Background: an optimization exercise with open tools, aiming at small area, a short achievable clock period and few clock cycles per item. Do not read the settings as production practice.
Only the layout flow was run in this run; the RTL was not checked for function there.

## flow/design.v

```verilog
module stitch_blend (
    input  wire        clk,
    input  wire        rst,
    input  wire        in_valid,
    output wire        in_ready,
    input  wire        in_sol,       
    input  wire        in_apron,     
    input  wire [11:0] in_bg_y,
    input  wire [11:0] in_bg_cb,
    input  wire [11:0] in_bg_cr,
    input  wire [7:0]  in_vis,       
    input  wire [7:0]  in_cov,       
    input  wire [95:0] in_y,         
    input  wire [95:0] in_cb,
    input  wire [95:0] in_cr,
    input  wire [79:0] in_pa,        
    input  wire [79:0] in_ga,        
    output reg         out_valid,
    input  wire        out_ready,
    output reg         out_sol,
    output reg  [9:0]  out_y,
    output reg  [9:0]  out_c         
);
    reg        busy;
    reg [2:0]  layer;
    reg [11:0] acc_y, acc_cb, acc_cr;
    wire start    = !busy && in_valid && !out_valid;
    wire last     = busy && (layer == 3'd7);
    assign in_ready = last;
    wire [11:0] src_y  = in_y [12*layer +: 12];
    wire [11:0] src_cb = in_cb[12*layer +: 12];
    wire [11:0] src_cr = in_cr[12*layer +: 12];
    wire [9:0]  pa     = in_pa[10*layer +: 10];
    wire        apron7 = in_apron && (layer == 3'd7);
    wire [9:0]  ga     = apron7 ? 10'd1023 : in_ga[10*layer +: 10];
    wire        shown  = in_cov[layer] && (in_vis[layer] || apron7);
    wire [10:0] gp     = {1'b0, ga} + {10'd0, ga[9]};
    wire [20:0] a_prod = pa * gp + 21'd512;
    wire [9:0]  a      = a_prod[19:10];
    wire [10:0] ap     = {1'b0, a} + {10'd0, a[9]};
    wire [10:0] ap_inv = 11'd1024 - ap;
    function [11:0] blend;
        input [11:0] src;
        input [11:0] dst;
        input [10:0] w_src;
        input [10:0] w_dst;
        reg   [23:0] sum;
        begin
            sum   = src * w_src + dst * w_dst + 24'd512;
            blend = sum[21:10];
        end
    endfunction
    wire [11:0] nxt_y  = shown ? blend(src_y,  acc_y,  ap, ap_inv) : acc_y;
    wire [11:0] nxt_cb = shown ? blend(src_cb, acc_cb, ap, ap_inv) : acc_cb;
    wire [11:0] nxt_cr = shown ? blend(src_cr, acc_cr, ap, ap_inv) : acc_cr;
    function [9:0] to10;
        input [11:0] v;
        reg   [10:0] r;
        begin
            r = ({1'b0, v} + 13'd2) >> 2;
            if (r < 11'd4)         to10 = 10'd4;
            else if (r > 11'd1019) to10 = 10'd1019;
            else                   to10 = r[9:0];
        end
    endfunction
    wire [9:0] fin_y  = to10(nxt_y);
    wire [9:0] fin_cb = to10(nxt_cb);
    wire [9:0] fin_cr = to10(nxt_cr);
    reg       odd;       
    reg [9:0] cr_hold;   
    wire      is_even = in_sol || !odd;
    always @(posedge clk) begin
        if (rst) begin
            busy      <= 1'b0;
            layer     <= 3'd0;
            acc_y     <= 12'd0;
            acc_cb    <= 12'd0;
            acc_cr    <= 12'd0;
            odd       <= 1'b0;
            cr_hold   <= 10'd0;
            out_valid <= 1'b0;
            out_sol   <= 1'b0;
            out_y     <= 10'd0;
            out_c     <= 10'd0;
        end else begin
            if (out_valid && out_ready)
                out_valid <= 1'b0;
            if (start) begin
                busy   <= 1'b1;
                layer  <= 3'd0;
                acc_y  <= in_bg_y;
                acc_cb <= in_bg_cb;
                acc_cr <= in_bg_cr;
            end else if (busy) begin
                acc_y  <= nxt_y;
                acc_cb <= nxt_cb;
                acc_cr <= nxt_cr;
                layer  <= layer + 3'd1;
                if (last) begin
                    busy      <= 1'b0;
                    out_valid <= 1'b1;
                    out_sol   <= in_sol;
                    out_y     <= fin_y;
                    if (is_even) begin
                        out_c   <= fin_cb;
                        cr_hold <= fin_cr;
                        odd     <= 1'b1;
                    end else begin
                        out_c   <= cr_hold;
                        odd     <= 1'b0;
                    end
                end
            end
        end
    end
endmodule
```

## flow/run.sh

```bash
#!/bin/bash
# synth_recipe.tcl (not shown) runs the flow's synth.tcl, then flattens the netlist and writes it again
# the make line also repeats each setting of config.mk as NAME=value (left out here)
make -C /OpenROAD-flow-scripts/flow DESIGN_CONFIG=/design/flow/config.mk WORK_HOME=/design/flow/orfs CLKGATE_MAP_FILE= SYNTH_SCRIPT=/design/flow/synth_recipe.tcl finish
```

## flow/config.mk

```make
export PLATFORM = sky130hd
export DESIGN_NAME = stitch_blend
export DESIGN_NICKNAME = stitch_blend
export VERILOG_FILES = /design/flow/design.v
export SDC_FILE = /design/flow/constraint.sdc
export NUM_CORES = 4
export LEC_CHECK = 0
export CAP_MARGIN = 20
export CORE_MARGIN = 2
export CORE_UTILIZATION = 40
export SLEW_MARGIN = 20
```

## flow/constraint.sdc

```tcl
create_clock -name core_clock -period 22.0 [get_ports {clk}]
set_input_delay 4.4000 -clock core_clock [delete_from_list [all_inputs] [get_ports {clk}]]
set_output_delay 4.4000 -clock core_clock [all_outputs]
set_load 0.01 [all_outputs]
```

==> impl_summary.log <==
INFO  metric overflow = 0
INFO  metric global_route.usage.met1 = 0.3266
INFO  metric detailedPlacementHpwl = 113900 µm
INFO  metric htreeDepth = 3
INFO  metric synth.distinct_cells = 101
INFO  metric hold_class = flop to flop
INFO  metric finalWirelength = 133600 µm
INFO  metric synthesis.area_per_instance = 8.713 µm²
INFO  metric rsz0062_at_grt = false
INFO  metric final_cell_count_no_fill = 6108
INFO  metric critical_path_peak_fanout = 10
INFO  metric port-buffer-count = 528
INFO  metric synthesized_area = 38170 µm²
INFO  metric cts_root_buf = sky130_fd_sc_hd__clkbuf_16
INFO  metric final_nets = 6447
INFO  metric numCtsBuffers = 9
INFO  metric place_congestion = 0.9650
INFO  metric synth.ff_latch_count = 73
INFO  metric final.period_utilization = 0.9589
INFO  metric synthesis_to_layout_area_growth = 19.54%
INFO  metric crit_path_frequent_cell = sky130_fd_sc_hd__fa_1
INFO  metric timing_hold_violations_final = 0
INFO  metric fp.dieH = 312.9 µm
INFO  metric grt_pass1_wl = 207200 µm
INFO  metric number_of_antenna_violations_at_the_first_check_in_global_routing = 3
INFO  metric crit_slowest_cell = sky130_fd_sc_hd__fa_1
INFO  metric synthCells = 4381
INFO  metric post_route_cells_drive_above_1_share = 0.06858
INFO  metric groute.layer.met2.usage = 0.5028
INFO  metric clk_pin_slew = 0.06 ns
INFO  metric clock_sink_count = 73
INFO  metric final-max-slew-violation-count = 0
INFO  metric dr.first_iter.drc_count = 2066
INFO  metric status = timing/DRC/antenna clean
INFO  metric grt_busiest_layer = met2
INFO  metric initial_core_util = 0.4030
INFO  metric design.core.area = 94730 µm²
INFO  metric cpPeakStageDelay = 0.58 ns
INFO  metric fin_crit = 21.09 ns
INFO  metric timing.critical_path.arrival = 21.32 ns
INFO  metric synth-warning-count = 1
INFO  metric synth_largest_type_area_fraction = 0.3729
INFO  metric worstSetupStartpointType = input port
INFO  metric worst_slew_margin_relative_to_its_limit = 0.2667
INFO  metric totalNegativeSetupSlack = 0 ns
INFO  metric numPlacedInstances = 6089
INFO  metric synth_enable_flop_cells = 0
INFO  metric yosysSeqAreaShare = 0.03829
INFO  metric final_ant_viol_nets = 0
INFO  metric rows = 113
INFO  metric layout_commonest_cell = sky130_fd_sc_hd__inv_1
INFO  metric layout.cells.most_common_list = sky130_fd_sc_hd__inv_1, sky130_fd_sc_hd__nand2_1, sky130_fd_sc_hd__fa_1
INFO  metric synth.largest_area_cell = sky130_fd_sc_hd__fa_1
INFO  metric count_of_endpoints_failing_setup_in_the_final_report = 0
INFO  metric tritoncts_clock_tree = done
INFO  metric synthesis.nets = 5992
INFO  metric timing_worst_slew_pin_value = 1.090 ns
INFO  metric drc = 0
INFO  metric clk-insertion-delay-late = 0.34 ns
INFO  metric first_global_vias = 35440
INFO  metric cap_violations = 0
INFO  metric clock.fmax = 0.04740 GHz
INFO  metric grt_use_met3 = 0.03546
INFO  metric detail_route.vias_per_cell = 5.339
INFO  metric fin_hold_ws = 0.4607 ns
INFO  metric routed-via-count = 32610
INFO  metric postLayoutCoreUtil = 0.4817
INFO  metric drt_pre_antenna_iters = 6
INFO  metric wl_per_cell = 21.87 µm
INFO  metric dieArea = 97920 µm²
INFO  metric die_width = 312.9 µm
INFO  metric grt_util_all_layers = 0.2787
INFO  metric timing_worst_setup_path_type = input port to flop
INFO  metric grt_max_degree = 93
INFO  metric cp.required = 22.22 ns
INFO  metric io_pins = 529
INFO  metric netlist_top_cells_area = sky130_fd_sc_hd__fa_1, sky130_fd_sc_hd__ha_1, sky130_fd_sc_hd__inv_1, sky130_fd_sc_hd__nand2_1, sky130_fd_sc_hd__mux4_2
INFO  metric dominantRegCellSynth = sky130_fd_sc_hd__dfxtp_1
INFO  metric ctsLongestPathBuffers = 2
INFO  metric async_reset_ff_frac = 0
INFO  metric timing.critical_path.to_type = flop
INFO  metric fin_skew = 0.009461 ns
==> path summary, 6_finish.rpt <==
path                     end  slack, ns  cells past startpoint      from
hold reg to reg      out_sol       0.46                      2   out_sol
setup reg to reg  cr_hold[0]       3.61                     61  layer[1]
hold / removal       out_sol       0.46                      2   out_sol
setup / recovery  cr_hold[0]       0.91                     60  in_ga[0]
==> sequential cells by signal (all words and copies together) (netlist names) <==
register,flops
out_y,10
acc_cb,12
cr_hold,10
acc_cr,12
out_c,10
layer,3
odd,1
busy,1
out_valid,1
acc_y,12
out_sol,1
==> cell families after synthesis <==
family                   share of synthesized area
AO/OA/AOI/OAI                              0.08149
AND/OR/NAND/NOR                             0.1632
XOR/XNOR                                   0.02583
multiplexers                               0.07703
adder cells (fa/ha/maj)                     0.5020
buffers and inverters                       0.1122
flip-flops                                 0.03828
==> layout make-up <==
cell class / instances / area, µm²
fill: 9265 / 49100
multi-input combinational: 3179 / 32580
timing repair buffer: 646 / 6203
inverter: 927 / 3480
tap: 1265 / 1583
sequential: 73 / 1471
clock buffer: 10 / 239.0
clock inverter: 6 / 72.57
antenna: 2 / 5.005
==> critical path: cells and delay by family <==
| family | cells | cell delay (ns) |
|---|---|---|
| buffers and inverters | 10 | 1.29 |
| AND/OR/NAND/NOR | 13 | 2.71 |
| multiplexers | 3 | 1.29 |
| adder cells (fa/ha/maj) | 18 | 7.55 |
| XOR/XNOR | 3 | 1.02 |
| AO/OA/AOI/OAI | 13 | 3.05 |
==> stage by stage <==
stage / area, µm² / setup slack (ns)
floorplan: 38170 / 1.902
global placement: 45280 / 0.1680
detailed placement: 45280 / 0.06314
CTS: 45590 / 0.3693
global route: 45630 / 0.05926
finish: 45630 / 0.9051
==> layer usage <==
| metal | vias up | wire (µm) |
|---|---|---|
| li1 | 14680 | - |
| met1 | 16420 | 50810 |
| met2 | 1219 | 67060 |
| met3 | 293 | 7820 |
| met4 | 2 | 7869 |
| met5 | - | 8 |
==> timing repair <==
| item | in CTS | in global routing |
|---|---|---|
| setup endpoints to repair | 0 | 29 |
| hold buffers | 0 | 0 |
| resized for setup | 0 | 5 |
| buffers inserted | 0 | 1 |
==> cell usage after synthesis, drive strengths merged, types with 7 or more instances <==
library cell and n:
nor2b 21, nand2b 40, mux4 111, dfxtp 73
nand3 51, a21oi 189, a211oi 44, o211ai 17
fa 711, mux2i 32, or4 9, o31ai 16
inv 925, o21bai 12, a21o 15, nor3 29
buf 36, or3 16, and3 22, nor2 185
or2 14, clkbuf 166, a311oi 11, o21ai 40
a2111oi 7, xor2 37, nand2 712, mux2 10
nand4 16, a31oi 22, a221oi 8, ha 394
xnor2 73, o21a 12, a22o 9, and2 206

## re-timing with driven ports
How much do the figures lean on ideal ports? The routed layout below was timed once more, with nothing changed but the port constraints. Step 1: set_driving_cell puts a clkbuf_16 on clk and a buf_2 on each other input, an assumption about the parent block. Step 2 moves the port delays by t, midway between the first and last clock arrival at a register: inputs arrive t later, outputs are due t later. That takes back most of the time a late clock gives input paths. a / b / c = ideal ports / drivers / drivers and shift; a / b = the first two.
t (ns): 0.375
setup WS [ns]: 0.905 / 0.897 / 0.522
worst hold slack (ns): 0.461 / 0.461 / 0.461
worst register clock-pin slew, ns: 0.07 / 0.07
worst data-port slew with drivers (ns): 0.16
After both steps this run still meets setup and hold. The setup slack of this run moves by -0.008 ns with the drivers and by -0.383 ns with both steps.
